Context: an optimization exercise on an open-source flow, tuned for small area, a short achievable clock period and few clock cycles per item. The choices shown serve that exercise and are no tape-out recipe.
At most, simulation tests tie the RTL to the original design; equivalence was not proved.
The RTL of runs 1 to 3 was laid out without a check of its function.
No activity file was given, so power comes from the tool's default toggle rates.

`flow/design.v`:
```
module exact_sum (
    input  wire        clk,
    input  wire        rst,
    input  wire        in_valid,
    output wire        in_ready,
    input  wire [31:0] in_data,
    input  wire [1:0]  in_dtype,
    input  wire        in_last,
    output wire        out_valid,
    input  wire        out_ready,
    output wire [31:0] out_data
);
    integer i;
    reg        rdy;
    reg        r0_v;
    reg        r0_s;        
    reg [4:0]  r0_q;        
    reg [2:0]  r0_r;        
    reg        r0_h;        
    reg [22:0] r0_f;        
    reg        r0_skip;     
    reg        r0_nan, r0_inf;
    reg [1:0]  r0_t;
    reg        r0_l;
    assign in_ready = rdy;
    wire take = in_valid & rdy;
    wire        i16  = (in_dtype == 2'd2);
    wire        ib16 = (in_dtype == 2'd1);
    wire [7:0]  ie32 = in_data[30:23];
    wire [7:0]  ie16b = in_data[14:7];
    wire [4:0]  ie16 = in_data[14:10];
    wire        iz32 = (ie32 == 8'd0), iz16b = (ie16b == 8'd0), iz16 = (ie16 == 5'd0);
    wire [7:0]  is32 = iz32 ? 8'd0 : ie32 - 8'd1;
    wire [7:0]  is16b = iz16b ? 8'd0 : ie16b - 8'd1;
    wire [4:0]  is16 = iz16 ? 5'd0 : ie16 - 5'd1;
    wire [22:0] i_f  = i16 ? {in_data[9:0], 13'd0} : ib16 ? {in_data[6:0], 16'd0} : in_data[22:0];
    wire        i_fz = (i_f == 23'd0);
    wire        i_ez = i16 ? iz16 : ib16 ? iz16b : iz32;
    wire        i_em = i16 ? (ie16 == 5'h1f) : ib16 ? (ie16b == 8'hff) : (ie32 == 8'hff);
    always @(posedge clk) begin
        if (rdy) begin
            r0_s    <= (i16 || ib16) ? in_data[15] : in_data[31];
            r0_q    <= i16 ? 5'd14 + {3'd0, is16[4:3]} : ib16 ? is16b[7:3] : is32[7:3];
            r0_r    <= i16 ? is16[2:0] : ib16 ? is16b[2:0] : is32[2:0];
            r0_h    <= !i_ez;
            r0_f    <= i_f;
            r0_skip <= i_em | (i_ez & i_fz);
            r0_nan  <= i_em & !i_fz;
            r0_inf  <= i_em & i_fz;
            r0_t    <= in_dtype;
            r0_l    <= in_last;
        end
    end
    wire        c_sgn  = r0_s;
    wire        c_nan  = r0_nan;
    wire        c_inf  = r0_inf;
    wire        c_skip = r0_skip;
    wire [23:0] c_m    = {r0_h, r0_f};
    wire [4:0]  c_q    = r0_q;
    wire [2:0]  c_r    = r0_r;
    wire        c_neg  = c_sgn & !c_skip;
    reg  [23:0] c_lo;
    always @(*) begin
        c_lo[0] = 1'b0;
        for (i = 1; i < 24; i = i + 1)
            c_lo[i] = c_lo[i-1] | c_m[i-1];
    end
    wire [24:0] c_v   = {c_neg, c_m ^ ({24{c_neg}} & c_lo)};
    wire [31:0] c_E   = {{7{c_v[24]}}, c_v} << c_r;
    reg        f_open;       
    reg        f_wempty;     
    reg        f_slow;       
    reg [4:0]  f_base;       
    reg [5:0]  f_cnt;        
    wire [5:0] c_df     = {1'b0, c_q} - {1'b0, f_base};
    wire       c_first  = !f_open;
    wire       c_wempty = c_first | f_wempty;
    wire       c_inrng  = !c_df[5] && (c_df[4:0] <= 5'd2) && (f_cnt != 6'd63);
    wire       c_spill  = !c_skip && !c_wempty && !c_inrng;
    wire       c_rebase = !c_skip && (c_wempty || !c_inrng);
    wire       c_q0     = (c_q == 5'd0);
    wire [4:0] c_qm1    = c_q0 ? 5'd0 : c_q - 5'd1;
    wire [4:0] c_base   = c_rebase ? c_qm1 : f_base;
    wire [1:0] c_o      = c_rebase ? {1'b0, !c_q0} : c_df[1:0];
    wire [5:0] c_cnt    = c_rebase ? 6'd1 : c_first ? 6'd0 : (f_cnt + {5'd0, !c_skip});
    wire       c_slow   = (!c_first & f_slow) | c_spill;
    reg        a_v;
    reg [31:0] a_e;
    reg        a_skip;
    reg [1:0]  a_o;
    reg        a_clr, a_first, a_spill, a_last, a_slowlast;
    reg [4:0]  a_base;
    reg [1:0]  a_dt;
    reg        a_nan, a_pinf, a_ninf;
    localparam [2:0] RS_IDLE = 3'd0, RS_GCLR = 3'd1, RS_SPILL = 3'd2,
                     RS_FSPILL = 3'd3, RS_SCAN = 3'd4, RS_CAP = 3'd5;
    reg [2:0]   rs;
    reg         rs_act;
    reg [5:0]   pos;
    reg [303:0] ring;
    reg         rc;
    reg         sfin_req;       
    wire pos0  = (pos == 6'd0);
    wire pos37 = (pos == 6'd37);
    wire act   = (rs != RS_IDLE) && (rs_act || pos0);
    wire rdone = act && pos37;
    reg [55:0] W;
    reg [4:0]  W_base;
    reg [1:0]  set_dt;
    reg        s_nan, s_pinf, s_ninf;
    reg        cap_fast;
    reg        acons;           
    wire [55:0] a_es = {{24{a_e[31]}}, a_e};
    reg  [2:0]  wsel;           
    reg         wclr;           
    wire [55:0] addend = ({56{wsel[0]}} & a_es) | ({56{wsel[1]}} & {a_es[47:0], 8'd0}) |
                         ({56{wsel[2]}} & {a_es[39:0], 16'd0});
    wire        cap_slow;
    wire [55:0] rwin;
    wire [55:0] wsum;
    sk_add #(.N(56)) u_wadd (.a(wclr ? 56'd0 : W), .b(addend), .s(wsum));
    wire [55:0] W_nx   = cap_slow ? rwin : wsum;
    reg  pending;                     
    reg  o_v;
    wire out_take = o_v & out_ready;
    wire adv0       = r0_v && (!a_v || acons);
    wire spill_done = (rs == RS_SPILL) && rdone;
    wire fin_start  = acons && a_last && a_slowlast;
    reg [2:0] rs_nx;
    always @(*) begin
        rs_nx = rs;
        case (rs)
            RS_GCLR:   if (rdone) rs_nx = RS_IDLE;
            RS_IDLE:   if (sfin_req) rs_nx = RS_FSPILL;
                       else if (a_v && a_spill) rs_nx = RS_SPILL;
            RS_SPILL:  if (rdone) rs_nx = RS_IDLE;
            RS_FSPILL: if (rdone) rs_nx = RS_SCAN;
            RS_SCAN:   if (rdone) rs_nx = RS_CAP;
            RS_CAP:    if (rdone) rs_nx = RS_IDLE;
            default:   rs_nx = RS_IDLE;
        endcase
    end
    wire r0v_nx     = take || (r0_v && !adv0);
    wire av_nx      = adv0 || (a_v && !acons);
    wire aspill_nx  = adv0 ? c_spill : (a_spill && !spill_done);
    wire aslowl_nx  = adv0 ? (r0_l && c_slow) : a_slowlast;
    wire alast_nx   = adv0 ? r0_l : a_last;
    wire pending_nx = (acons && a_last) || (pending && !out_take);
    wire acons_nx   = av_nx && !aspill_nx && !(alast_nx && pending_nx) &&
                      (((rs_nx == RS_IDLE) && !fin_start) ||
                       ((rs_nx == RS_GCLR) && !aslowl_nx));
    wire rdy_nx     = !r0v_nx || !av_nx || acons_nx;
    wire [1:0] ao_nx    = adv0 ? c_o : a_o;
    wire       askip_nx = adv0 ? c_skip : a_skip;
    wire       aclr_nx  = adv0 ? c_first : (spill_done || a_clr);
    always @(posedge clk) begin
        if (rst) begin
            rdy      <= 1'b1;
            r0_v     <= 1'b0;
            pending  <= 1'b0;
            acons    <= 1'b0;
            sfin_req <= 1'b0;
        end else begin
            rdy      <= rdy_nx;
            r0_v     <= r0v_nx;
            pending  <= pending_nx;
            acons    <= acons_nx;
            sfin_req <= fin_start;
        end
        wsel[0] <= !rst && acons_nx && !askip_nx && (ao_nx == 2'd0);
        wsel[1] <= !rst && acons_nx && !askip_nx && (ao_nx == 2'd1);
        wsel[2] <= !rst && acons_nx && !askip_nx && (ao_nx == 2'd2);
        wclr    <= !rst && acons_nx && aclr_nx;
    end
    always @(posedge clk) begin
        if (rst) begin
            f_open   <= 1'b0;
            f_wempty <= 1'b1;
            f_slow   <= 1'b0;
            f_cnt    <= 6'd0;
            a_v      <= 1'b0;
        end else begin
            if (adv0) begin
                f_open   <= !r0_l;
                f_wempty <= c_wempty & c_skip;
                f_slow   <= c_slow;
                f_base   <= c_base;
                f_cnt    <= c_cnt;
            end
            a_v <= av_nx;
        end
        if (adv0) begin
            a_e        <= c_E;
            a_skip     <= c_skip;
            a_o        <= c_o;
            a_clr      <= c_first;
            a_first    <= c_first;
            a_spill    <= c_spill;
            a_last     <= r0_l;
            a_slowlast <= r0_l && c_slow;
            a_base     <= c_base;
            a_dt       <= r0_t;
            a_nan      <= c_nan;
            a_pinf     <= c_inf & !c_sgn;
            a_ninf     <= c_inf & c_sgn;
        end else if (spill_done) begin
            a_spill <= 1'b0;
            a_clr   <= 1'b1;
        end
    end
    reg        w_ovr;       
    reg        w_bz;
    reg [5:0]  bwin;
    reg        ssign, bzacc;
    always @(posedge clk) begin
        W <= W_nx;
        if (cap_slow) begin
            W_base <= bwin[4:0];
            w_bz   <= !pos0 && bzacc;
        end
        if (rst)           w_ovr <= 1'b0;
        else if (cap_slow) w_ovr <= 1'b1;
        else if (acons)    w_ovr <= 1'b0;
        if (acons) begin
            W_base <= a_base;
            set_dt <= a_dt;
            s_nan  <= (!a_first & s_nan)  | a_nan;
            s_pinf <= (!a_first & s_pinf) | a_pinf;
            s_ninf <= (!a_first & s_ninf) | a_ninf;
        end
        if (rst) cap_fast <= 1'b0;
        else     cap_fast <= (acons && a_last && !a_slowlast) || cap_slow;
    end
    wire [5:0] pos_nx    = pos37 ? 6'd0 : pos + 6'd1;
    wire       rs_act_nx = act && !pos37;
    wire       act_nx    = (rs_nx != RS_IDLE) && (rs_act_nx || (pos_nx == 6'd0));
    reg  [6:0] rel;           
    wire       spilling = act && ((rs == RS_SPILL) || (rs == RS_FSPILL));
    reg  [7:0] nwdig;
    always @(*) begin
        case (rel[2:0])
            3'd0:    nwdig = W[7:0];
            3'd1:    nwdig = W[15:8];
            3'd2:    nwdig = W[23:16];
            3'd3:    nwdig = W[31:24];
            3'd4:    nwdig = W[39:32];
            3'd5:    nwdig = W[47:40];
            3'd6:    nwdig = W[55:48];
            default: nwdig = {8{W[55]}};
        endcase
    end
    wire [7:0] addd = (!spilling || rel[6]) ? 8'd0 : (rel <= 7'd6) ? nwdig : {8{W[55]}};
    wire [7:0] din      = ring[303:296];
    wire [8:0] sum9     = {1'b0, din} + {1'b0, addd} + {8'd0, spilling && !pos0 && rc};
    wire       zero_wr  = act && ((rs == RS_GCLR) || (rs == RS_CAP));
    wire [7:0] rg0      = zero_wr ? 8'd0 : sum9[7:0];
    reg  [5:0] hz, ho;
    wire       scanning = act && (rs == RS_SCAN);
    wire       capping  = act && (rs == RS_CAP);
    wire       dnz = (din != 8'd0);
    wire       dno = (din != 8'hff);
    wire [5:0] hz_f = dnz ? pos : (pos0 ? 6'd0 : hz);
    wire [5:0] ho_f = dno ? pos : (pos0 ? 6'd0 : ho);
    wire [5:0] kk   = din[7] ? ho_f : hz_f;
    assign     cap_slow = capping && (pos == bwin);
    always @(posedge clk) begin
        ring     <= {ring[295:0], rg0};
        rc       <= sum9[8];
        rel      <= {1'b0, pos_nx} - {2'b0, W_base};
        if (scanning) begin
            hz <= hz_f;
            ho <= ho_f;
            if (pos37) begin
                ssign <= din[7];
                bwin  <= (kk < 6'd5) ? 6'd0 : kk - 6'd5;
            end
        end
        if (capping)
            bzacc <= (pos0 ? 1'b0 : bzacc) | (dnz && (pos < bwin));
        if (rst) begin
            rs     <= RS_GCLR;
            rs_act <= 1'b0;
            pos    <= 6'd0;
        end else begin
            rs     <= rs_nx;
            rs_act <= rs_act_nx;
            pos    <= pos_nx;
        end
    end
    assign rwin = {{8{ssign}}, ring[263:256], ring[271:264], ring[279:272],
                   ring[287:280], ring[295:288], ring[303:296]};
    wire        sg  = W[55];
    wire        bz  = w_ovr & w_bz;
    wire [55:0] U   = W ^ {56{sg}};
    reg [4:0] pm;     
    reg [6:0] k0;     
    reg [7:0] kp;     
    reg [4:0] toff;   
    always @(*) begin
        case (set_dt)
            2'd1:    begin pm = 5'd7;  k0 = 7'd16;  kp = 8'd23;  toff = 5'd17; end
            2'd2:    begin pm = 5'd10; k0 = 7'd125; kp = 8'd135; toff = 5'd14; end
            default: begin pm = 5'd23; k0 = 7'd0;   kp = 8'd23;  toff = 5'd1;  end
        endcase
    end
    wire signed [9:0] base8 = {2'd0, W_base, 3'd0};
    wire signed [9:0] dlim  = {2'd0, kp} - base8;             
    reg  [6:0] dnzv;
    reg  [2:0] dpos [0:6];
    reg  [6:0] dsub;
    reg  [6:0] dt_n [0:6];
    always @(*) begin
        for (i = 0; i < 7; i = i + 1) begin
            dnzv[i] = (U[8*i +: 8] != 8'd0);
            dpos[i] = U[8*i+7] ? 3'd7 : U[8*i+6] ? 3'd6 : U[8*i+5] ? 3'd5 :
                      U[8*i+4] ? 3'd4 : U[8*i+3] ? 3'd3 : U[8*i+2] ? 3'd2 :
                      U[8*i+1] ? 3'd1 : 3'd0;
            dsub[i] = ($signed({4'd0, i[2:0], dpos[i]}) < dlim);
            dt_n[i] = {1'b0, i[2:0], dpos[i]} + {2'd0, toff};
        end
    end
    reg [2:0] ld;
    always @(*) begin
        ld = dnzv[6] ? 3'd6 : dnzv[5] ? 3'd5 : dnzv[4] ? 3'd4 : dnzv[3] ? 3'd3 :
             dnzv[2] ? 3'd2 : dnzv[1] ? 3'd1 : 3'd0;
    end
    wire              uz    = (dnzv == 7'd0);
    wire [5:0]        lw    = {ld, dpos[ld]};
    wire              sub   = uz ? !dlim[9] : dsub[ld];
    wire signed [9:0] tsub  = {3'd0, k0} + 10'sd24 - base8;
    wire [6:0]        tnorm = uz ? 7'd23 - {2'd0, pm} : dt_n[ld];
    wire [6:0]        tt    = !sub ? tnorm : (tsub > 10'sd81) ? 7'd81 : tsub[6:0];
    reg         p1_v;
    reg [55:0]  p1_w;
    reg         p1_sg, p1_bz, p1_rz, p1_sub;
    reg [6:0]   p1_t;
    reg [6:0]   p1_lx;
    reg [4:0]   p1_b;
    reg [1:0]   p1_dt;
    reg         p1_nan, p1_pinf, p1_ninf;
    always @(posedge clk) begin
        if (rst) p1_v <= 1'b0;
        else     p1_v <= cap_fast;
        p1_w    <= W;
        p1_sg   <= sg;
        p1_bz   <= bz;
        p1_rz   <= !sg && uz && !bz;
        p1_sub  <= sub;
        p1_t    <= tt;
        p1_lx   <= uz ? 7'h7f : {1'b0, lw};
        p1_b    <= W_base;
        p1_dt   <= set_dt;
        p1_nan  <= s_nan;
        p1_pinf <= s_pinf;
        p1_ninf <= s_ninf;
    end
    wire [80:0] x0  = {p1_w, 25'd0};
    wire [80:0] x1  = p1_t[6] ? {{64{p1_sg}}, x0[80:64]} : x0;
    wire        s1  = p1_t[6] & (x0[63:0] != 64'd0);
    wire [80:0] x2  = p1_t[5] ? {{32{p1_sg}}, x1[80:32]} : x1;
    wire        s2  = p1_t[5] & (x1[31:0] != 32'd0);
    wire [80:0] x3  = p1_t[4] ? {{16{p1_sg}}, x2[80:16]} : x2;
    wire        s3  = p1_t[4] & (x2[15:0] != 16'd0);
    wire [80:0] x4  = p1_t[3] ? {{8{p1_sg}}, x3[80:8]} : x3;
    wire        s4  = p1_t[3] & (x3[7:0] != 8'd0);
    wire [80:0] x5  = p1_t[2] ? {{4{p1_sg}}, x4[80:4]} : x4;
    wire        s5  = p1_t[2] & (x4[3:0] != 4'd0);
    wire [80:0] x6  = p1_t[1] ? {{2{p1_sg}}, x5[80:2]} : x5;
    wire        s6  = p1_t[1] & (x5[1:0] != 2'd0);
    wire [80:0] x7f = p1_t[0] ? {p1_sg, x6[80:1]} : x6;
    wire        s7  = p1_t[0] & x6[0];
    wire [24:0] x7  = x7f[24:0];
    wire [24:0] fu   = x7 ^ {25{p1_sg}};
    wire        g0   = fu[0];
    wire [23:0] kept = fu[24:1];
    wire        ls   = !p1_bz && !(s1 | s2 | s3 | s4 | s5 | s6 | s7);
    wire        lg   = ls && !x7[0];
    wire        rinc = p1_sg ? (lg || ((g0 ^ ls) && (!ls || kept[0])))
                             : (g0 && (!ls || kept[0]));
    reg [7:0] q_kp;
    reg [7:0] q_emax;
    always @(*) begin
        case (p1_dt)
            2'd2:    begin q_kp = 8'd135; q_emax = 8'd31;  end
            default: begin q_kp = 8'd23;  q_emax = 8'd255; end
        endcase
    end
    wire signed [10:0] rexp = p1_sub ? 11'sd0 :
                              {3'd0, p1_b, 3'd0} + {{4{p1_lx[6]}}, p1_lx} - {3'd0, q_kp};
    reg         p2_v;
    reg [23:0]  p2_k;
    reg         p2_inc, p2_sg, p2_rz;
    reg [7:0]   p2_e;
    reg         p2_ge0, p2_ge1, p2_ge2;
    reg [1:0]   p2_dt;
    reg         p2_nan, p2_pinf, p2_ninf;
    always @(posedge clk) begin
        if (rst) p2_v <= 1'b0;
        else     p2_v <= p1_v;
        p2_k    <= kept;
        p2_inc  <= rinc;
        p2_sg   <= p1_sg;
        p2_rz   <= p1_rz;
        p2_e    <= rexp[7:0];
        p2_ge0  <= (rexp >= $signed({3'd0, q_emax}));
        p2_ge1  <= (rexp >= $signed({3'd0, q_emax}) - 11'sd1);
        p2_ge2  <= (rexp >= $signed({3'd0, q_emax}) - 11'sd2);
        p2_dt   <= p1_dt;
        p2_nan  <= p1_nan;
        p2_pinf <= p1_pinf;
        p2_ninf <= p1_ninf;
    end
    wire [24:0] m1 = {1'b0, p2_k} + {24'd0, p2_inc};
    reg  [1:0]  mhi;     
    always @(*) begin
        case (p2_dt)
            2'd1:    mhi = m1[8:7];
            2'd2:    mhi = m1[11:10];
            default: mhi = m1[24:23];
        endcase
    end
    wire [7:0] ef  = (mhi == 2'd0) ? p2_e : (mhi == 2'd1) ? p2_e + 8'd1 : p2_e + 8'd2;
    wire       ovf = (mhi == 2'd0) ? p2_ge0 : (mhi == 2'd1) ? p2_ge1 : p2_ge2;
    reg [31:0] result;
    always @(*) begin
        case (p2_dt)
            2'd1: begin
                if (p2_nan || (p2_pinf && p2_ninf)) result = 32'h0000_7FC0;
                else if (p2_pinf)                  result = 32'h0000_7F80;
                else if (p2_ninf)                  result = 32'h0000_FF80;
                else if (p2_rz)                    result = 32'h0000_0000;
                else if (ovf)                      result = {16'd0, p2_sg, 15'h7F80};
                else                               result = {16'd0, p2_sg, ef[7:0], m1[6:0]};
            end
            2'd2: begin
                if (p2_nan || (p2_pinf && p2_ninf)) result = 32'h0000_7E00;
                else if (p2_pinf)                  result = 32'h0000_7C00;
                else if (p2_ninf)                  result = 32'h0000_FC00;
                else if (p2_rz)                    result = 32'h0000_0000;
                else if (ovf)                      result = {16'd0, p2_sg, 15'h7C00};
                else                               result = {16'd0, p2_sg, ef[4:0], m1[9:0]};
            end
            default: begin
                if (p2_nan || (p2_pinf && p2_ninf)) result = 32'h7FC0_0000;
                else if (p2_pinf)                  result = 32'h7F80_0000;
                else if (p2_ninf)                  result = 32'hFF80_0000;
                else if (p2_rz)                    result = 32'h0000_0000;
                else if (ovf)                      result = {p2_sg, 31'h7F80_0000};
                else                               result = {p2_sg, ef[7:0], m1[22:0]};
            end
        endcase
    end
    reg [31:0] o_d;
    always @(posedge clk) begin
        if (rst)            o_v <= 1'b0;
        else if (p2_v)      o_v <= 1'b1;
        else if (out_ready) o_v <= 1'b0;
        if (p2_v) o_d <= result;
    end
    assign out_valid = o_v;
    assign out_data  = o_d;
endmodule
module sk_add #(parameter N = 56) (
    input  wire [N-1:0] a,
    input  wire [N-1:0] b,
    output wire [N-1:0] s
);
    localparam L = $clog2(N);
    reg [N-1:0] g [0:L];
    reg [N-1:0] p [0:L];
    integer l, i, j;
    always @(*) begin
        g[0] = a & b;
        p[0] = a ^ b;
        for (l = 0; l < L; l = l + 1) begin
            for (i = 0; i < N; i = i + 1) begin
                if ((i >> l) & 1) begin
                    j = ((i >> l) << l) - 1;
                    g[l+1][i] = g[l][i] | (p[l][i] & g[l][j]);
                    p[l+1][i] = p[l][i] & p[l][j];
                end else begin
                    g[l+1][i] = g[l][i];
                    p[l+1][i] = p[l][i];
                end
            end
        end
    end
    assign s = p[0] ^ {g[L][N-2:0], 1'b0};
endmodule
```
`flow/run.sh`:
```
#!/bin/bash
# synth_recipe.tcl (not shown) runs the flow's synth.tcl, then flattens the netlist and writes it again
# the make line also repeats each setting of config.mk as NAME=value (left out here)
make -C /OpenROAD-flow-scripts/flow DESIGN_CONFIG=/design/flow/config.mk WORK_HOME=/design/flow/orfs CLKGATE_MAP_FILE= SYNTH_SCRIPT=/design/flow/synth_recipe.tcl finish
```
`flow/config.mk`:
```
export PLATFORM = sky130hd
export DESIGN_NAME = exact_sum
export DESIGN_NICKNAME = exact_sum
export VERILOG_FILES = /design/flow/design.v
export SDC_FILE = /design/flow/constraint.sdc
export NUM_CORES = 8
export LEC_CHECK = 0
export CAP_MARGIN = 20
export CORE_MARGIN = 2
export CORE_UTILIZATION = 40
export SLEW_MARGIN = 20
```
`flow/constraint.sdc`:
```
create_clock -name core_clock -period 15.0 [get_ports {clk}]
set_input_delay 3.0000 -clock core_clock [delete_from_list [all_inputs] [get_ports {clk}]]
set_output_delay 3.0000 -clock core_clock [all_outputs]
set_load 0.01 [all_outputs]
```
==> summary.txt, run 1 <==
Final layout
  • Area grow syn2layout: 12.9%
  • Layout cells sized above 1: 0.0838
  • Final standard cell area without fillers: 36100 sq um
  • # fillers: 7545
  • Register Area: 15200 sq um
  • Final #Nets: 3475
  • Antenna cells: 0
  • Footprint of the multi-input gates: 15500 sq um

Synthesis
  • Mean Syn Cell Area: roughly 9.8 sq um
  • Flops & latches, synth: 685
  • Post-synth net total: ~3500
  • Cell area after synthesis: 32000 sq um
  • Main synth FF type: dfxtp_1
  • Ys async rst share: 0
  • Number of synthesized flops with an enable pin: about 150
  • Register area share after synthesis: 0.476
  • Synth warn: 6
  • Unique masters post-synth: 87
  • Synth Instances: 3273

Power
  • Leak pwr: 14.4 nW
  • Power per cell area: 175 nW/um^2
  • VDD IR max: ~90 uV

Timing
  • Hold Fails Final Rpt: 0
  • Fmax: 0.175 GHz
  • Fin. max-slew vios: 0
  • TNS Setup: 0 ns
  • Rel. slew slack: 0.271
  • RSZ-0062 raised after global routing: no
  • Post-layout min period: 5.71 ns
  • Setup violations, final: 0
  • Worst-Margin Slew: 1.09 ns
  • Crit share post-route: 0.381
  • Clock skew: a little under 0.04 ns

Job
  • MaxCap Viol Count: 0

Routing
  • DRC Markers: 0
  • Final WL: 77000 um
  • TritonRoute pass-1 iters: 6
  • DR vias: 23600
  • Initial drt markers: 1818
  • Routed Antenna Nets: 0
  • Mean number of vias per cell: ~5.4
  • WL per Instance: about 18 um

Floorplanning
  • Number of cell rows: 103
  • I/O pin count: 73
  • Initial core utilization: 0.404
  • Die height: between 200 and 300 um
  • Area of the core: just under 80000 sq um
  • Die Width: around 290 um
  • Die ar.: 82300 sq um

Min path
  • WHS Path Cells: 0
  • Hold WC Path Type: reg -> reg

Placement
  • Dpl cell area: 33600 sq um
  • Hpwl dp: ~56000 um
  • Placer Congestion: 0.911
  • PortBufs: between 70 and 80

CTS
  • CTS tree: built
  • Total CTS buffers: 72
  • Skew-Pair Late Insertion Delay: 0.63 ns
  • H-tree depth: 3
  • CTS Hold Buffers Added: 0
  • Post_cts resized: 0
  • CTS root buffer: clkbuf_16
  • Reg clk slew, reported paths: 0.06 ns
  • TritonCTS Sinks: 685
  • Postcts setup bufs: 0
  • Clock tree buffer depth: 3

Status
  • Status: complete, no violations

Critical path
  • Delay-heaviest family, CP: simple AND/OR/NAND/NOR gates
  • WP buf/inv: 1
  • Critical path type: in -> reg
  • Crit path max-delay cell type: ha_1
  • Required time of the critical path: 15.36 ns
  • R2r worst-path depth: 19
  • WP data arrival: 6.07 ns
  • Startpoint types: input port
  • Critical path capture point type: flip-flop
  • Worst path max stage delay: 0.72 ns
  • Levels on crit path: 8
  • Crit-path cells: clkdlybuf4s50_1 -> ha_1 -> nor2_1 -> and2_1 -> or3_1 -> or4_1 -> nor3_1 -> nor2b_1
  • CP Max Fanout: 20

Global routing
  • GR Overflow Total: 0
  • Number of global-route vias before repair: 22400
  • Largest net degree at the start of global routing: 65
  • Initial antenna violation count: 0
  • GRT Total Usage: 0.184
  • First-pass GRT wire length: between 100000 and 150000 um
-- placed cells by master (no fill, tap or decap), drive strengths merged, types with 29 or more instances in the layout --
cell type	instances
a21o	30
a21oi	193
a22o	29
a31oi	32
and2	41
clkbuf	103
clkdlybuf4s50	72
dfxtp	533
edfxtp	152
ha	138
inv	159
mux2	70
mux2i	108
nand2	304
nand2b	36
nand3	75
nor2	244
nor2b	82
nor3	64
nor4	31
o21ai	176
xnor2	78
xor2	55
-- path summary, 6_finish.rpt --
path,startpoint,endpoint,slack (ns)
max,in_dtype[0],r0_nan$_DFFE_PP_,9.29
min,ring[136]$_DFF_P_,ring[144]$_DFF_P_,0.30
max reg2reg,W[55]$_DFF_P_,p1_t[4]$_DFF_P_,9.91
min reg2reg,ring[136]$_DFF_P_,ring[144]$_DFF_P_,0.30
-- area by class of cell --
| class | instances | share of cell area |
|---|---|---|
| Multi-Input combinational cell | 2266 | 0.431 |
| Tap cell | 1050 | 0.0364 |
| Sequential cell | 685 | 0.422 |
| Clock buffer | 103 | 0.0586 |
| Clock inverter | 30 | 0.0102 |
| Inverter | 158 | 0.0164 |
| Timing Repair Buffer | 100 | 0.0258 |
-- stage by stage --
stage | setup slack, ns | std cells | utilization | total power, mW | hold slack, ns
final | 9.29 | 4392 | 0.456 | 6.34 | 0.299
after global routing | 8.97 | 4392 | 0.456 | 6.71 | 0.307
after CTS | 9.20 | 4392 | 0.456 | 6.36 | 0.302
after detailed placement | 8.55 | 4259 | 0.425 | 4.53 | 0.312
after global placement | 8.58 | 4259 | 0.425 | 4.51 | 0.310
after floorplan | 10.00 | 3273 | - | 3.97 | 0.310
-- report_power, final --
| group | switching, mW | internal (mW) | leakage, nW |
|---|---|---|---|
| combinational | 1.10 | 0.907 | 7.40 |
| clock | 0.754 | 1.07 | 1.20 |
| sequential | 0.362 | 2.15 | 5.80 |
-- Yosys cell counts, types with 15 or more instances --
| cell type | count | area (sq um) |
|---|---|---|
| a211oi_1 | 28 | 210 |
| a21o_1 | 30 | 225 |
| a21oi_1 | 193 | 966 |
| a222oi_1 | 16 | 160 |
| a22o_1 | 29 | 254 |
| a22oi_1 | 19 | 143 |
| a31oi_1 | 31 | 194 |
| and2_1 | 41 | 257 |
| and3_1 | 20 | 125 |
| buf_1 | 15 | 56.3 |
| clkbuf_1 | 137 | 514 |
| dfxtp_1 | 533 | 10700 |
| edfxtp_1 | 152 | 4560 |
| fa_1 | 15 | 300 |
| ha_1 | 138 | 1730 |
| inv_1 | 156 | 586 |
| mux2_2 | 70 | 788 |
| mux2i_1 | 108 | 1080 |
| mux4_2 | 20 | 450 |
| nand2_1 | 304 | 1140 |
| nand2b_1 | 36 | 225 |
| nand3_1 | 75 | 375 |
| nand3b_1 | 17 | 128 |
| nand4_1 | 19 | 119 |
| nor2_1 | 238 | 893 |
| nor2b_1 | 82 | 513 |
| nor3_1 | 64 | 320 |
| nor4_1 | 30 | 188 |
| o211ai_1 | 24 | 180 |
| o21a_1 | 25 | 188 |
| o21ai_0 | 172 | 861 |
| o21bai_1 | 22 | 165 |
| o22ai_1 | 25 | 156 |
| o31ai_1 | 28 | 210 |
| or2_2 | 16 | 100 |
| or3_1 | 15 | 93.8 |
| or4_1 | 18 | 135 |
| xnor2_1 | 78 | 683 |
| xor2_1 | 55 | 482 |
-- state kept, by name, summed over array words and instances (netlist names), 7 cells and up --
signal	count
W	56
a_e	32
o_d	32
p1_lx	7
p1_t	7
p1_w	56
p2_e	8
p2_k	24
r0_f	23
rel	7
ring	304
-- logic make-up (layout without fill, tap and decap cells) --
logic type / count (synthesis) / after routing / synth area share
and+or+nand+nor: 1011 / 1011 / 0.154
AOI/OAI and AO/OA: 771 / 771 / 0.159
DFF: 685 / 685 / 0.476
buffers and inverters: 322 / 391 / 0.0382
muxes: 198 / 198 / 0.0725
adders and majority gates: 153 / 153 / 0.0634
xor gates and xnor gates: 133 / 133 / 0.0364
-- metal layers --
metal,routed length [um],GRT usage,vias up
met1,35600,0.248,11100
li1,-,-,11800
met2,35500,0.303,604
met4,2500,0.0654,0
met3,3390,0.0252,138
met5,0,0,-
==> run 2, diff against run 1 <==
--- a/flow/design.v
+++ b/flow/design.v
@@ -34,9 +34,12 @@
     wire [7:0]  is16b = iz16b ? 8'd0 : ie16b - 8'd1;
     wire [4:0]  is16 = iz16 ? 5'd0 : ie16 - 5'd1;
     wire [22:0] i_f  = i16 ? {in_data[9:0], 13'd0} : ib16 ? {in_data[6:0], 16'd0} : in_data[22:0];
-    wire        i_fz = (i_f == 23'd0);
+    wire        fz32 = (in_data[22:0] == 23'd0), fz16b = (in_data[6:0] == 7'd0), fz16 = (in_data[9:0] == 10'd0);
+    wire        em32 = (ie32 == 8'hff), em16b = (ie16b == 8'hff), em16 = (ie16 == 5'h1f);
+    wire        sk32 = em32 | (iz32 & fz32), sk16b = em16b | (iz16b & fz16b), sk16 = em16 | (iz16 & fz16);
+    wire        na32 = em32 & !fz32, na16b = em16b & !fz16b, na16 = em16 & !fz16;
+    wire        in32 = em32 & fz32, in16b = em16b & fz16b, in16 = em16 & fz16;
     wire        i_ez = i16 ? iz16 : ib16 ? iz16b : iz32;
-    wire        i_em = i16 ? (ie16 == 5'h1f) : ib16 ? (ie16b == 8'hff) : (ie32 == 8'hff);
     always @(posedge clk) begin
         if (rdy) begin
             r0_s    <= (i16 || ib16) ? in_data[15] : in_data[31];
@@ -44,9 +47,9 @@
             r0_r    <= i16 ? is16[2:0] : ib16 ? is16b[2:0] : is32[2:0];
             r0_h    <= !i_ez;
             r0_f    <= i_f;
-            r0_skip <= i_em | (i_ez & i_fz);
-            r0_nan  <= i_em & !i_fz;
-            r0_inf  <= i_em & i_fz;
+            r0_skip <= i16 ? sk16 : ib16 ? sk16b : sk32;
+            r0_nan  <= i16 ? na16 : ib16 ? na16b : na32;
+            r0_inf  <= i16 ? in16 : ib16 ? in16b : in32;
             r0_t    <= in_dtype;
             r0_l    <= in_last;
         end
@@ -291,7 +294,7 @@
                    ring[287:280], ring[295:288], ring[303:296]};
     wire        sg  = W[55];
     wire        bz  = w_ovr & w_bz;
-    wire [55:0] U   = W ^ {56{sg}};
+    wire [55:0] U   = W ^ {{24{W[55]}}, {16{W[54]}}, {16{W[53]}}};
     reg [4:0] pm;     
     reg [6:0] k0;     
     reg [7:0] kp;     
==> summary.txt, run 2 <==
CTS
  • Post_cts resized: 0
  • Clock tree buffer depth: 3
  • CTS Hold Buffers Added: 0
  • H-tree depth: 3
  • CTS root buffer: clkbuf_16
  • CTS tree: built
  • TritonCTS Sinks: 685
  • Skew-Pair Late Insertion Delay: 0.63 ns
  • Postcts setup bufs: 0
  • Total CTS buffers: 73
  • Reg clk slew, reported paths: 0.06 ns

Power
  • Internal power: 4.28 mW
  • Comb power frac: 0.345
  • VDD IR max: 88.9 uV
  • Power per cell area: 185 nW/um^2
  • Seq pwr share: 0.382
  • Sw Pwr: 2.46 mW
  • Clock share of power: 0.273
  • Leak pwr: 14.8 nW
  • Sw Ratio: 0.365

Final layout
  • Max FFs per register: a little over 300
  • Largest regs: ring (304), W (56), p1_w (56)
  • Layout cells sized above 1: 0.0768
  • Final #Nets: 3511
  • Most common cell after layout, fill and taps aside: dfxtp_1
  • Final standard cell area without fillers: 36400 sq um
  • Antenna cells: 0
  • Commonest cells after routing, fill and taps aside: dfxtp_1, nand2_1, nor2_1
  • Most flop-heavy register: ring
  • Area grow syn2layout: 13.1%

Critical path
  • WP buf/inv: 2
  • Crit-path cells: or4_1 -> o22a_1 -> or4_1 -> nor2_2 -> o21ai_1 -> o32ai_1 -> nor2_1 -> mux2i_1 -> ha_1 -> inv_1 -> fa_1 -> inv_1 -> a21o_1 -> a21oi_1 -> xnor2_1 -> nand2_1 -> a31oi_1 -> mux2_2
  • Levels on crit path: 18
  • Critical path capture point type: flip-flop
  • Startpoint types: flip-flop
  • R2r worst-path depth: 18
  • Crit path max-delay cell type: or4_1
  • Critical path type: reg -> reg
  • Delay-heaviest family, CP: simple AND/OR/NAND/NOR gates
  • CP Max Fanout: 24
  • Required time of the critical path: 15.50 ns
  • WP data arrival: about 5.8 ns
  • Worst path max stage delay: 0.64 ns

Routing
  • WL per Instance: 18.0 um
  • Initial drt markers: 1887
  • Routed Antenna Nets: 0
  • DR vias: 24100
  • Final WL: 79800 um
  • Mean number of vias per cell: 5.45
  • DRC Markers: 0
  • TritonRoute pass-1 iters: 9

Synthesis
  • Cell area after synthesis: 32200 sq um
  • Post-synth net total: approximately 3500
  • Synth area leader: dfxtp_1
  • Register area share after synthesis: 0.473
  • Post-synthesis adder-cell area fraction: 0.0645
  • Unique masters post-synth: 92
  • Post-synthesis simple-gate area fraction: 0.153
  • Ys async rst share: 0
  • Flops & latches, synth: 685
  • Number of synthesized flops with an enable pin: 152
  • Synth top area share: 0.332
  • Xor/xnor share of the synthesized area: 0.0359
  • Main synth FF type: dfxtp_1
  • Largest family of logic cells by synthesized area: compound AO/OA/AOI/OAI gates
  • Synth Area in Compound Gates: 0.163
  • Post-synth top cells: dfxtp_1, nand2_1, nor2_1, o21ai_0, a21oi_1
  • Synth Instances: 3297
  • Mux contribution to synthesized area: 0.0732
  • Synth warn: 6
  • Mean Syn Cell Area: 9.76 sq um
  • Synth area leaders: dfxtp_1, edfxtp_1, ha_1
  • Count leader, synth: dfxtp_1

Timing
  • Clock skew: 0.0341 ns
  • Worst-Margin Slew: 1.09 ns
  • TNS Setup: 0 ns
  • Fin. max-slew vios: 0
  • Setup violations, final: 0
  • Fmax: 0.189 GHz
  • Hold Fails Final Rpt: 0
  • Rel. slew slack: 0.253
  • Post-layout min period: 5.29 ns
  • RSZ-0062 raised after global routing: no
  • Crit share post-route: 0.353
  • Final worst slack: 9.71 ns

Global routing
  • GRT Total Usage: 0.190
  • Initial antenna violation count: 3
  • Number of global-route vias before repair: 22900
  • First-pass GRT wire length: 126000 um
  • GR Overflow Total: 0
  • Largest net degree at the start of global routing: 73

Status
  • Status: complete, no violations

Placement
  • Hpwl dp: 59000 um
  • PortBufs: 72
  • Dpl cell area: 33800 sq um
  • Placer Congestion: slightly above 0.9
  • Post-place setup slack: 9.42 ns

Floorplanning
  • I/O pin count: 73
  • Die height: between 200 and 300 um
  • Die Width: 288 um
  • Die ar.: 82800 sq um
  • Number of cell rows: 104
  • Area of the core: 80200 sq um
  • Initial core utilization: 0.402

Min path
  • WHS Path Cells: 0
  • Hold WC Path Type: reg -> reg

Job
  • MaxCap Viol Count: 0
run 2: worst register-to-register path: stages, from the launching register on:
cell and delay (ns):
dfxtp_1 0.59, or4_1 0.64, o22a_1 0.23, or4_1 0.62, nor2_2 0.60, o21ai_1 0.36
o32ai_1 0.46, nor2_1 0.10, mux2i_1 0.15, ha_1 0.18, inv_1 0.05, fa_1 0.39
inv_1 0.07, a21o_1 0.11, a21oi_1 0.07, xnor2_1 0.12, nand2_1 0.06, a31oi_1 0.07
mux2_2 0.29
run 2: power groups by stage:
stage	Combinational (mW)	Clock, mW	Sequential (mW)
after floorplan	1.87	0	2.38
after global placement	2.30	0	2.60
after detailed placement	2.30	0	2.60
after CTS	2.32	1.89	2.57
after global routing	2.59	1.96	2.61
final	2.33	1.84	2.58
run 2: metal layers:
metal	GRT usage	vias up	wire length [um]
li1	-	11900	-
met1	0.252	11400	35900
met2	0.320	626	37700
met3	0.0284	136	3970
met4	0.0606	2	2270
met5	0	-	12
run 2: kinds of logic (layout without fill, tap and decap cells):
group                    count (synthesis)  count (layout)
multiplexers                           209             209
AO/OA/AOI/OAI                          792             792
buffers and inverters                  313             389
AND/OR/NAND/NOR                       1009            1009
flip-flops                             685             685
XOR/XNOR                               132             132
adder cells (fa/ha/maj)                157             157
run 2: stage by stage:
stage,power [mW],utilization,hold WS (ns),cells
2_1_floorplan,4.25,-,0.310,3297
6_report,6.75,0.454,0.315,4433
5_1_grt,7.16,0.454,0.317,4433
4_1_cts,6.77,0.454,0.315,4432
3_3_place_gp,4.90,0.422,0.310,4299
3_5_place_dp,4.91,0.422,0.312,4299
run 2: final timing paths:
kind	startpoint	end	slack, ns
max	W[55]$_DFF_P_	p1_t[4]$_DFF_P_	9.71
min	p1_rz$_DFF_P_	p2_rz$_DFF_P_	0.31
max reg2reg	W[55]$_DFF_P_	p1_t[4]$_DFF_P_	9.71
min reg2reg	p1_rz$_DFF_P_	p2_rz$_DFF_P_	0.31
run 2: cell type report:
cell class	count	area, sq um
inverter	156	586
timing repair buffer	100	928
multi-input combinational	2299	15800
sequential	685	15200
clock buffer	101	2210
tap	1060	1330
clock inverter	32	335
fill	7646	43800
==> run 3, diff against run 2 <==
==> flow/flow/run.sh (new file) <==
#!/bin/bash
# Standard synthesis, then the standard layout steps with repair_timing asked
# for a larger setup margin (the SDC, period and IO constraints are unchanged).
set -e
bash standard.sh synth > synth.log 2>&1
bash standard.sh SETUP_SLACK_MARGIN=11 finish > layout.log 2>&1
==> flow/standard.sh (new file) <==
#!/bin/bash
# synth_recipe.tcl (not shown) runs the flow's synth.tcl, then flattens the netlist and writes it again
# the make line also repeats each setting of config.mk as NAME=value (left out here)
make -C /OpenROAD-flow-scripts/flow DESIGN_CONFIG=/design/flow/config.mk WORK_HOME=/design/flow/orfs CLKGATE_MAP_FILE= SYNTH_SCRIPT=/design/flow/synth_recipe.tcl "${@:-finish}"
removed: flow/run.sh
==> summary.txt, run 3 <==
Status
  • Status: complete, no violations

Power
  • VDD IR max: approximately 110 uV
  • Clock share of power: 0.272
  • Internal power: 4.34 mW
  • Power per cell area: 184 nW/um^2
  • Seq pwr share: 0.378
  • Comb power frac: 0.350
  • Leak pwr: about 15 nW
  • Sw Ratio: 0.365
  • Sw Pwr: approximately 2.5 mW

CTS
  • TritonCTS Sinks: 685
  • Reg clk slew, reported paths: approximately 0.06 ns
  • Total CTS buffers: 72
  • CTS root buffer: clkbuf_16
  • H-tree depth: 3
  • CTS tree: built
  • CTS Hold Buffers Added: 0
  • Skew-Pair Late Insertion Delay: 0.62 ns
  • Clock tree buffer depth: 3

Synthesis
  • Post-synthesis adder-cell area fraction: 0.0645
  • Ys async rst share: 0
  • Synth Area in Compound Gates: 0.163
  • Post-synthesis simple-gate area fraction: 0.153
  • Mux contribution to synthesized area: 0.0732
  • Xor/xnor share of the synthesized area: 0.0359
  • Count leader, synth: dfxtp_1
  • Synth warn: 6
  • Register area share after synthesis: 0.473
  • Synth area leaders: dfxtp_1, edfxtp_1, ha_1
  • Unique masters post-synth: 92
  • Flops & latches, synth: between 600 and 700
  • Synth Instances: ~3300
  • Post-synth net total: 3493
  • Synth top area share: 0.332
  • Cell area after synthesis: 32200 sq um
  • Largest family of logic cells by synthesized area: compound AO/OA/AOI/OAI gates
  • Synth area leader: dfxtp_1
  • Main synth FF type: dfxtp_1
  • Number of synthesized flops with an enable pin: 152
  • Mean Syn Cell Area: 9.76 sq um
  • Post-synth top cells: dfxtp_1, nand2_1, nor2_1, o21ai_0, a21oi_1

Timing
  • Fmax: 0.238 GHz
  • TNS Setup: 0 ns
  • RSZ-0062 raised after global routing: yes
  • Setup violations, final: 0
  • Final worst slack: 10.79 ns
  • Clock skew: 0.0209 ns
  • Post-layout min period: 4.21 ns
  • Rel. slew slack: 0.321
  • Worst-Margin Slew: 1.01 ns
  • Crit share post-route: 0.280
  • Hold Fails Final Rpt: 0
  • Fin. max-slew vios: 0

Placement
  • Post-place setup slack: around 9.8 ns
  • PortBufs: between 70 and 80
  • Hpwl dp: around 59000 um
  • Placer Congestion: 0.922

Critical path
  • Crit path max-delay cell type: dfxtp_4
  • Critical path capture point type: output port
  • Delay-heaviest family, CP: flip-flops
  • Startpoint types: flip-flop
  • WP data arrival: 1.21 ns
  • Reg2reg end: p1_t[4]$_DFF_P_
  • Worst path max stage delay: 0.35 ns
  • Reg-to-reg slack, setup: 10.97 ns
  • WP buf/inv: 2
  • CP Max Fanout: 2
  • R2r worst-path depth: 20
  • FF-to-FF Start: W[54]$_DFF_P_
  • Crit-path cells: buf_12 -> buf_6
  • Required time of the critical path: between 10 and 15 ns
  • Critical path type: reg -> out

Floorplanning
  • Die Width: 288 um
  • Die height: 288 um
  • Area of the core: 80200 sq um
  • Die ar.: 82800 sq um
  • I/O pin count: 73
  • Initial core utilization: 0.402
  • Number of cell rows: 104

Routing
  • WL per Instance: 18.2 um
  • Routed Antenna Nets: 0
  • DRC Markers: 0
  • Final WL: 81500 um
  • DR vias: 24500
  • Mean number of vias per cell: 5.46
  • Initial drt markers: 1844
  • TritonRoute pass-1 iters: 6

Final layout
  • Max FFs per register: 304
  • Most flop-heavy register: ring
  • Area grow syn2layout: 15.2%
  • Commonest cells after routing, fill and taps aside: dfxtp_1, nand2_1, nor2_1
  • # fillers: 7624
  • Final core occ: 0.463
  • Largest regs: ring (304), W (56), p1_w (56)
  • Layout cells sized above 1: 0.128
  • Final #Nets: between 3000 and 4000
  • Footprint of the multi-input gates: 16200 sq um
  • Register Area: 15300 sq um
  • Most common cell after layout, fill and taps aside: dfxtp_1

Global routing
  • Number of global-route vias before repair: 23000
  • Largest net degree at the start of global routing: between 60 and 70
  • GR Overflow Total: 0
  • GRT Total Usage: 0.194
  • Initial antenna violation count: 2
  • First-pass GRT wire length: 128000 um

Min path
  • Hold WC Path Type: reg -> reg
  • Hold wc startpoint: ring[61]$_DFF_P_
  • WHS Path Cells: 0
  • WHS Endpoint: ring[69]$_DFF_P_

Job
  • MaxCap Viol Count: 0
[run 3: changes by cell type in the layout (fill, tap and decap cells not counted), sizes merged, moves of 2 or more]
cell,before,now
clkdlybuf4s15,0,3
buf,27,115
bufbuf,0,2
dlygate4sd2,0,6
bufinv,2,5
clkdlybuf4s50,72,16
[run 3: what timing repair did]
item / in CTS / in global routing
resized for setup: 248 / 65
buffers inserted: 26 / 22
gates cloned: 2 / 0
endpoints found under the hold margin: 0 / 0
setup endpoints to repair: 99 / 86
pin swaps: 22 / 27
[run 3: worst max-delay path by stage]
stage | from | to | slack (ns) | depth (start not counted)
after floorplan | in_data[26] | r0_q[0]$_DFFE_PP_ | 10.48 | 5
after global placement | in_data[25] | r0_r[2]$_DFFE_PP_ | 9.79 | 6
after detailed placement | in_data[25] | r0_r[2]$_DFFE_PP_ | 9.79 | 6
after CTS | rdy$_SDFF_PP1_ | in_ready | 10.76 | 2
after global routing | W[54]$_DFF_P_ | p1_t[4]$_DFF_P_ | 10.72 | 20
final | rdy$_SDFF_PP1_ | in_ready | 10.79 | 2
[run 3: layer usage]
metal  GRT usage  wire (um)
met5           0         14
met4      0.0659       2740
met3      0.0271       4140
met2       0.321      37900
met1       0.259      36700
[run 3: power by group through the flow]
| stage | combinational [mW] | sequential (mW) | clock (mW) |
|---|---|---|---|
| 2_1_floorplan | 1.87 | 2.38 | 0 |
| 3_3_place_gp | 2.28 | 2.61 | 0 |
| 3_5_place_dp | 2.29 | 2.61 | 0 |
| 4_1_cts | 2.33 | 2.57 | 1.91 |
| 5_1_grt | 2.66 | 2.61 | 1.98 |
| 6_report | 2.40 | 2.58 | 1.86 |
[run 3: cell families after synthesis]
logic type	Yosys count
mux	209
fa+ha+maj	157
buf+inv	313
simple gates	1009
xor+xnor	132
compound gates	792
flops	685
[run 3: final cells by class]
cell class / instances / share of cell area
Sequential cell: 685 / 0.412
Clock inverter: 34 / 0.0116
Timing Repair Buffer: 148 / 0.0318
Antenna cell: 1 / 0.0000675
Multi-Input combinational cell: 2299 / 0.436
Clock buffer: 98 / 0.0574
Inverter: 156 / 0.0162
Tap cell: 1060 / 0.0358
[run 3: per-stage QoR]
step	std cells	power [mW]	hold slack [ns]	cell area (sq um)
2_1_floorplan	3297	4.25	0.310	32300
3_3_place_gp	4298	4.89	0.310	33900
3_5_place_dp	4298	4.90	0.312	33900
4_1_cts	4458	6.81	0.318	36700
5_1_grt	4480	7.25	0.319	37100
6_report	4481	6.84	0.316	37100
==> run 4, diff against run 3 <==
--- a/flow/design.v
+++ b/flow/design.v
@@ -312,13 +312,15 @@
     reg  [2:0] dpos [0:6];
     reg  [6:0] dsub;
     reg  [6:0] dt_n [0:6];
+    reg  signed [9:0] dval;
     always @(*) begin
         for (i = 0; i < 7; i = i + 1) begin
             dnzv[i] = (U[8*i +: 8] != 8'd0);
             dpos[i] = U[8*i+7] ? 3'd7 : U[8*i+6] ? 3'd6 : U[8*i+5] ? 3'd5 :
                       U[8*i+4] ? 3'd4 : U[8*i+3] ? 3'd3 : U[8*i+2] ? 3'd2 :
                       U[8*i+1] ? 3'd1 : 3'd0;
-            dsub[i] = ($signed({4'd0, i[2:0], dpos[i]}) < dlim);
+            dval    = {4'd0, i[2:0], dpos[i]};
+            dsub[i] = (dval < dlim);
             dt_n[i] = {1'b0, i[2:0], dpos[i]} + {2'd0, toff};
         end
     end
@@ -390,6 +392,7 @@
     end
     wire signed [10:0] rexp = p1_sub ? 11'sd0 :
                               {3'd0, p1_b, 3'd0} + {{4{p1_lx[6]}}, p1_lx} - {3'd0, q_kp};
+    wire signed [10:0] emx = {3'd0, q_emax};
     reg         p2_v;
     reg [23:0]  p2_k;
     reg         p2_inc, p2_sg, p2_rz;
@@ -405,9 +408,9 @@
         p2_sg   <= p1_sg;
         p2_rz   <= p1_rz;
         p2_e    <= rexp[7:0];
-        p2_ge0  <= (rexp >= $signed({3'd0, q_emax}));
-        p2_ge1  <= (rexp >= $signed({3'd0, q_emax}) - 11'sd1);
-        p2_ge2  <= (rexp >= $signed({3'd0, q_emax}) - 11'sd2);
+        p2_ge0  <= (rexp >= emx);
+        p2_ge1  <= (rexp >= emx - 11'sd1);
+        p2_ge2  <= (rexp >= emx - 11'sd2);
         p2_dt   <= p1_dt;
         p2_nan  <= p1_nan;
         p2_pinf <= p1_pinf;
@@ -468,7 +471,7 @@
     input  wire [N-1:0] b,
     output wire [N-1:0] s
 );
-    localparam L = $clog2(N);
+    localparam L = 6;    
     reg [N-1:0] g [0:L];
     reg [N-1:0] p [0:L];
     integer l, i, j;
==> summary.txt, run 4 <==
Power
  • VDD IR max: 107 uV
  • Internal power: 4.34 mW
  • Power per cell area: 184 nW/um^2
  • Sw Pwr: 2.49 mW
  • Seq pwr share: 0.378
  • Clock share of power: 0.272
  • Leak pwr: 15.2 nW
  • Comb power frac: 0.350
  • Sw Ratio: 0.365

Synthesis
  • Synth area leaders: dfxtp_1, edfxtp_1, ha_1
  • Post-synth top cells: dfxtp_1, nand2_1, nor2_1, o21ai_0, a21oi_1
  • Flops & latches, synth: 685
  • Synth top area share: 0.332
  • Number of synthesized flops with an enable pin: 152
  • Synth area leader: dfxtp_1
  • Register area share after synthesis: 0.473
  • Synth Instances: 3297
  • Ys async rst share: 0
  • Synth warn: 6
  • Unique masters post-synth: 92
  • Count leader, synth: dfxtp_1
  • Main synth FF type: dfxtp_1
  • Post-synth net total: 3493
  • Mean Syn Cell Area: about 9.8 sq um
  • Cell area after synthesis: 32200 sq um

Placement
  • Hpwl dp: 58700 um
  • Placer Congestion: 0.922
  • Post-placement cell count: 4298
  • PortBufs: 72

Min path
  • WHS Endpoint: ring[69]$_DFF_P_
  • Hold wc startpoint: ring[61]$_DFF_P_
  • WHS Path Cells: 0
  • Hold WC Path Type: reg -> reg

Timing
  • Worst-Margin Slew: a little over 1 ns
  • Hold Fails Final Rpt: 0
  • Crit share post-route: 0.280
  • Fin. max-slew vios: 0
  • Clock skew: 0.0209 ns
  • Fmax: between 0.2 and 0.25 GHz
  • RSZ-0062 raised after global routing: yes
  • Post-layout min period: 4.21 ns
  • Hold slack: 0.316 ns
  • Setup violations, final: 0
  • TNS Setup: 0 ns
  • Rel. slew slack: 0.321

Critical path
  • FF-to-FF Start: W[54]$_DFF_P_
  • Critical path type: reg -> out
  • Startpoint types: flip-flop
  • Critical path capture point type: output port
  • R2r worst-path depth: 20
  • Crit path max-delay cell type: dfxtp_4
  • Crit-path cells: buf_12 -> buf_6
  • Worst path max stage delay: 0.35 ns
  • WP data arrival: 1.21 ns
  • Reg-to-reg slack, setup: approximately 11 ns
  • Required time of the critical path: around 12 ns
  • Reg2reg end: p1_t[4]$_DFF_P_
  • CP Max Fanout: 2

Final layout
  • Most common cell after layout, fill and taps aside: dfxtp_1
  • Area grow syn2layout: 15.2%
  • Final core occ: 0.463
  • Final #Nets: between 3000 and 4000
  • Commonest cells after routing, fill and taps aside: dfxtp_1, nand2_1, nor2_1
  • Most flop-heavy register: ring
  • Layout cells sized above 1: 0.128
  • # fillers: 7624
  • Max FFs per register: 304
  • Layout Cells excl Fill: 4481
  • Largest regs: ring (304), W (56), p1_w (56)

Routing
  • DRC Markers: 0
  • WL per Instance: between 15 and 20 um
  • Final WL: ~80000 um
  • Mean number of vias per cell: 5.46
  • Routed Antenna Nets: 0
  • Initial drt markers: roughly 1800
  • DR vias: 24500
  • TritonRoute pass-1 iters: 6

Floorplanning
  • Die Width: between 200 and 300 um
  • Die height: 288 um
  • Initial core utilization: 0.402
  • Number of cell rows: ~100
  • Die ar.: 82800 sq um
  • I/O pin count: 73
  • Area of the core: between 80000 and 90000 sq um

CTS
  • TritonCTS Sinks: 685
  • Clock tree buffer depth: 3
  • CTS tree: built
  • H-tree depth: 3
  • CTS root buffer: clkbuf_16
  • Reg clk slew, reported paths: around 0.06 ns
  • Total CTS buffers: 72
  • Skew-Pair Late Insertion Delay: 0.62 ns

Global routing
  • First-pass GRT wire length: 128000 um
  • GR Overflow Total: 0
  • Largest net degree at the start of global routing: about 70
  • Number of global-route vias before repair: 23000
  • Initial antenna violation count: 2
  • GRT Total Usage: 0.194

Job
  • MaxCap Viol Count: 0

Status
  • Status: complete, no violations
## run 4: cell counts after synthesis
No cell type changed its count.
## run 4: power by group through the flow
stage	combinational, mW	clock (mW)	sequential (mW)
final	2.40	1.86	2.58
after global routing	2.66	1.98	2.61
after CTS	2.33	1.91	2.57
after detailed placement	2.29	0	2.61
after global placement	2.28	0	2.61
after floorplan	1.87	0	2.38
## run 4: kinds of logic (layout without fill, tap and decap cells)
| family | Yosys count | in the layout | synth area share |
|---|---|---|---|
| AND/OR/NAND/NOR | 1009 | 1009 | 0.153 |
| flip-flops | 685 | 685 | 0.473 |
| buffers and inverters | 313 | 436 | 0.0371 |
| XOR/XNOR | 132 | 132 | 0.0359 |
| adder cells (fa/ha/maj) | 157 | 157 | 0.0645 |
| AO/OA/AOI/OAI | 792 | 792 | 0.163 |
| other | 0 | 1 | 0 |
| multiplexers | 209 | 209 | 0.0732 |
## run 4: how the worst max path moves through the flow
| stage | start | endpoint | slack, ns | depth (start not counted) |
|---|---|---|---|---|
| 6_report | rdy$_SDFF_PP1_ | in_ready | 10.79 | 2 |
| 5_1_grt | W[54]$_DFF_P_ | p1_t[4]$_DFF_P_ | 10.72 | 20 |
| 3_3_place_gp | in_data[25] | r0_r[2]$_DFFE_PP_ | 9.79 | 6 |
| 4_1_cts | rdy$_SDFF_PP1_ | in_ready | 10.76 | 2 |
| 2_1_floorplan | in_data[26] | r0_q[0]$_DFFE_PP_ | 10.48 | 5 |
| 3_5_place_dp | in_data[25] | r0_r[2]$_DFFE_PP_ | 9.79 | 6 |
## run 4: final cells by class
| class | count | area (sq um) | share of cell area |
|---|---|---|---|
| multi-input combinational | 2299 | 16200 | 0.436 |
| clock inverter | 34 | 429 | 0.0116 |
| tap | 1060 | 1330 | 0.0358 |
| antenna | 1 | 2.50 | 0.0000675 |
| timing repair buffer | 148 | 1180 | 0.0318 |
| sequential | 685 | 15300 | 0.412 |
| clock buffer | 98 | 2130 | 0.0574 |
| inverter | 156 | 599 | 0.0162 |
## run 4: per-stage QoR
step | worst slack (ns) | power, mW | instance area, sq um
floorplan | 10.48 | 4.25 | 32300
global placement | 9.79 | 4.89 | 33900
detailed placement | 9.79 | 4.90 | 33900
finish | 10.79 | 6.84 | 37100
global route | 10.72 | 7.25 | 37100
CTS | 10.76 | 6.81 | 36700
## run 4: critical path, delay by kind of cell, from the launching register on
family                 cells  cell delay [ns]
buffers and inverters      2             0.23
DFF                        1             0.35
## run 4: layer usage
metal  routed length (um)  up-vias  global-route usage
li1                     -    12000                   -
met1                36700    11500               0.259
met2                37900      719               0.321
met3                 4140      178              0.0271
met4                 2740        2              0.0659
met5                   14        -                   0
## run 4: timing repair
item,CTS,global route
setup buffers,26,22
hold buffers,0,0
pin swaps,22,27
gates resized for setup,248,65
cloned,2,0
endpoints found under the setup margin,99,86
Testbench counts of run 4, summed over its fixed seeds: cycles 33,366, items 32,678.
==> run 5, diff against run 4 <==
==> flow/flow/run.sh (replaced) <==
#!/bin/bash
# Standard synthesis, then the standard layout steps with repair_timing asked
# for a larger setup margin (the SDC, period and IO constraints are unchanged).
set -e
bash standard.sh synth > synth.log 2>&1
bash standard.sh SETUP_SLACK_MARGIN=11 CORE_UTILIZATION=60 finish > layout.log 2>&1
==> summary.txt, run 5 <==
Status
  • Status: complete, no violations

Floorplanning
  • Area of the core: 52800 sq um
  • Die height: 236 um
  • Number of cell rows: 84
  • Die ar.: 55500 sq um
  • Initial core utilization: 0.610
  • Die Width: 236 um
  • I/O pin count: 73

Synthesis
  • Main synth FF type: dfxtp_1
  • Register area share after synthesis: 0.473
  • Synth warn: 6
  • Synth area leaders: dfxtp_1, edfxtp_1, ha_1
  • Unique masters post-synth: ~90
  • Synth top area share: 0.332
  • Post-synth top cells: dfxtp_1, nand2_1, nor2_1, o21ai_0, a21oi_1
  • Synth area leader: dfxtp_1
  • Synth Instances: between 3000 and 4000
  • Number of synthesized flops with an enable pin: between 150 and 200
  • Mean Syn Cell Area: 9.76 sq um
  • Flops & latches, synth: 685
  • Cell area after synthesis: 32200 sq um
  • Ys async rst share: 0
  • Post-synth net total: 3493
  • Count leader, synth: dfxtp_1

Timing
  • TNS Setup: 0 ns
  • Hold Fails Final Rpt: 0
  • Setup violations, final: 0
  • Rel. slew slack: 0.329
  • RSZ-0062 raised after global routing: yes
  • Post-layout min period: 4.23 ns
  • Fin. max-slew vios: 0
  • Fmax: 0.236 GHz
  • Clock skew: ~0.036 ns
  • Crit share post-route: 0.282
  • Hold slack: ~0.31 ns
  • Worst-Margin Slew: approximately 1 ns

Routing
  • Initial drt markers: about 2300
  • WL per Instance: 20.9 um
  • DRC Markers: 0
  • TritonRoute pass-1 iters: 11
  • Final WL: 85600 um
  • Routed Antenna Nets: 0
  • Mean number of vias per cell: 6.22
  • DR vias: 25500

Min path
  • WHS Path Cells: 0
  • Hold WC Path Type: reg -> reg
  • Hold wc startpoint: ring[57]$_DFF_P_
  • WHS Endpoint: ring[65]$_DFF_P_

Global routing
  • Number of global-route vias before repair: 24600
  • Largest net degree at the start of global routing: 57
  • GR Overflow Total: 0
  • GRT Total Usage: 0.302
  • First-pass GRT wire length: 134000 um
  • Initial antenna violation count: 2

Placement
  • PortBufs: just over 70
  • Placer Congestion: 0.965
  • Hpwl dp: 60100 um
  • Dpl cell area: 33500 sq um

Final layout
  • Final standard cell area without fillers: 36600 sq um
  • Footprint of the multi-input gates: 16200 sq um
  • Register Area: 15300 sq um
  • Most flop-heavy register: ring
  • Commonest cells after routing, fill and taps aside: dfxtp_1, nand2_1, nor2_1
  • Layout cells sized above 1: 0.122
  • Area grow syn2layout: 13.6%
  • Final #Nets: 3548
  • # fillers: 4010
  • Max FFs per register: slightly above 300
  • Most common cell after layout, fill and taps aside: dfxtp_1
  • Largest regs: ring (304), W (56), p1_w (56)

CTS
  • Total CTS buffers: 70
  • Clock tree buffer depth: 3
  • CTS tree: built
  • CTS root buffer: clkbuf_16
  • Skew-Pair Late Insertion Delay: between 0.6 and 0.7 ns
  • TritonCTS Sinks: roughly 700
  • H-tree depth: 3
  • Reg clk slew, reported paths: 0.06 ns

Critical path
  • Startpoint types: flip-flop
  • Worst path max stage delay: 0.35 ns
  • Critical path type: reg -> out
  • Required time of the critical path: 12.00 ns
  • WP buf/inv: 2
  • Delay-heaviest family, CP: flip-flops
  • Critical path capture point type: output port
  • Crit-path cells: buf_12 -> buf_6
  • CP Max Fanout: 2
  • R2r worst-path depth: 20
  • Reg2reg end: p1_t[4]$_DFF_P_
  • Reg-to-reg slack, setup: 10.89 ns
  • FF-to-FF Start: W[55]$_DFF_P_
  • WP data arrival: 1.23 ns
  • Crit path max-delay cell type: dfxtp_4

Power
  • Power per cell area: 189 nW/um^2
  • Leak pwr: roughly 15 nW
  • Power Total: 6.90 mW
  • VDD IR max: between 100 and 150 uV

Job
  • MaxCap Viol Count: 0
## run 5: power breakdown
part	total [mW]	internal [mW]	switching, mW	leakage, nW
logic	2.45	1.06	1.39	8.08
clock network	1.87	1.09	0.773	1.23
registers	2.59	2.17	0.416	5.86
## run 5: worst reg2reg max path: cells and delay by family (launching register included)
family                     cells  cell delay [ns]
DFF                            1             0.35
xor gates and xnor gates       1             0.12
muxes                          2             0.45
adders and majority gates      2             0.56
buffers and inverters          5             0.49
AOI/OAI and AO/OA              4             0.46
and+or+nand+nor                6             1.52
## run 5: worst max path at each step
stage | slack (ns) | endpoint | start | cells after the start
3_3_place_gp | 9.73 | r0_q[2]$_DFFE_PP_ | in_data[9] | 6
4_1_cts | 10.75 | in_ready | rdy$_SDFF_PP1_ | 2
2_1_floorplan | 10.48 | r0_q[0]$_DFFE_PP_ | in_data[26] | 5
5_1_grt | 10.74 | in_ready | rdy$_SDFF_PP1_ | 2
6_report | 10.77 | in_ready | rdy$_SDFF_PP1_ | 2
3_5_place_dp | 9.74 | r0_q[2]$_DFFE_PP_ | in_data[9] | 6
## run 5: through the flow
| stage | utilization | setup WS, ns | instances |
|---|---|---|---|
| 2_1_floorplan | - | 10.48 | 3297 |
| 3_3_place_gp | 0.634 | 9.73 | 3927 |
| 3_5_place_dp | 0.634 | 9.74 | 3927 |
| 4_1_cts | 0.688 | 10.75 | 4086 |
| 5_1_grt | 0.693 | 10.74 | 4097 |
| 6_report | 0.693 | 10.77 | 4098 |
## run 5: kinds of logic (layout without fill, tap and decap cells)
kind of cell,after synthesis,after routing,share of synthesized area
other cells,0,1,0
compound gates,792,792,0.163
buf+inv,313,425,0.0371
simple gates,1009,1009,0.153
xor+xnor,132,132,0.0359
fa+ha+maj,157,157,0.0645
flops,685,685,0.473
mux,209,209,0.0732
## run 5: final cells by class
class                   instances  area share
diodes                          1   0.0000684
clock buffers                  92      0.0529
clock inverters                37      0.0159
inverters                     156      0.0164
multi-input cells            2299       0.442
flip-flops and latches        685       0.417
well taps                     688      0.0235
repair buffers                140      0.0318
## run 5: per-layer routing
| layer | vias up | wire, um | GRT usage |
|---|---|---|---|
| li1 | 12000 | - | - |
| met1 | 12200 | 35700 | 0.387 |
| met2 | 1051 | 41600 | 0.519 |
| met3 | 208 | 5270 | 0.0435 |
| met4 | 0 | 3020 | 0.108 |
| met5 | - | 0 | 0 |
## run 5: what timing repair did
action | 4_1_cts | 5_1_grt
cloned | 3 | 0
hold buffers | 0 | 0
buffers inserted | 27 | 11
pin swaps | 24 | 33
endpoints found under the setup margin | 80 | 87
gates resized for setup | 266 | 53

## what the ideal ports hide
The flow's constraints put no driver on any port. The routed layouts listed below were extracted and timed again, unchanged, in two steps. Step 1: set_driving_cell puts a clkbuf_16 on clk and a buf_2 on each other input, an assumption about the parent block. Step 2 adds t to the input delays and takes it off the output delays; t is the mean of the earliest and latest rising clock arrival at the registers after step 1. Input paths then give back, and output paths get back, about the clock's delay inside the block. a / b / c = no drivers / after step 1 / after step 2; a / b = the first two.
run | t (ns) | setup WS [ns] | worst setup path at the end | worst slew at a driven data input, ns
run 1 | 0.678 | 9.291 / 9.331 / 8.653 | input to register | 0.04
run 2 | 0.679 | 9.712 / 9.712 / 9.471 | input to register | 0.08
run 3 | 0.680 | 10.794 / 10.726 / 10.266 | input to register | 0.09
run 4 | 0.680 | 10.794 / 10.726 / 10.266 | input to register | 0.09
run 5 | 0.685 | 10.771 / 10.706 / 10.241 | input to register | 0.06
After both steps every run listed still meets setup and hold. For run 1, which loses most, drivers alone change the setup slack by +0.040 ns; drivers and shift together by -0.638 ns.
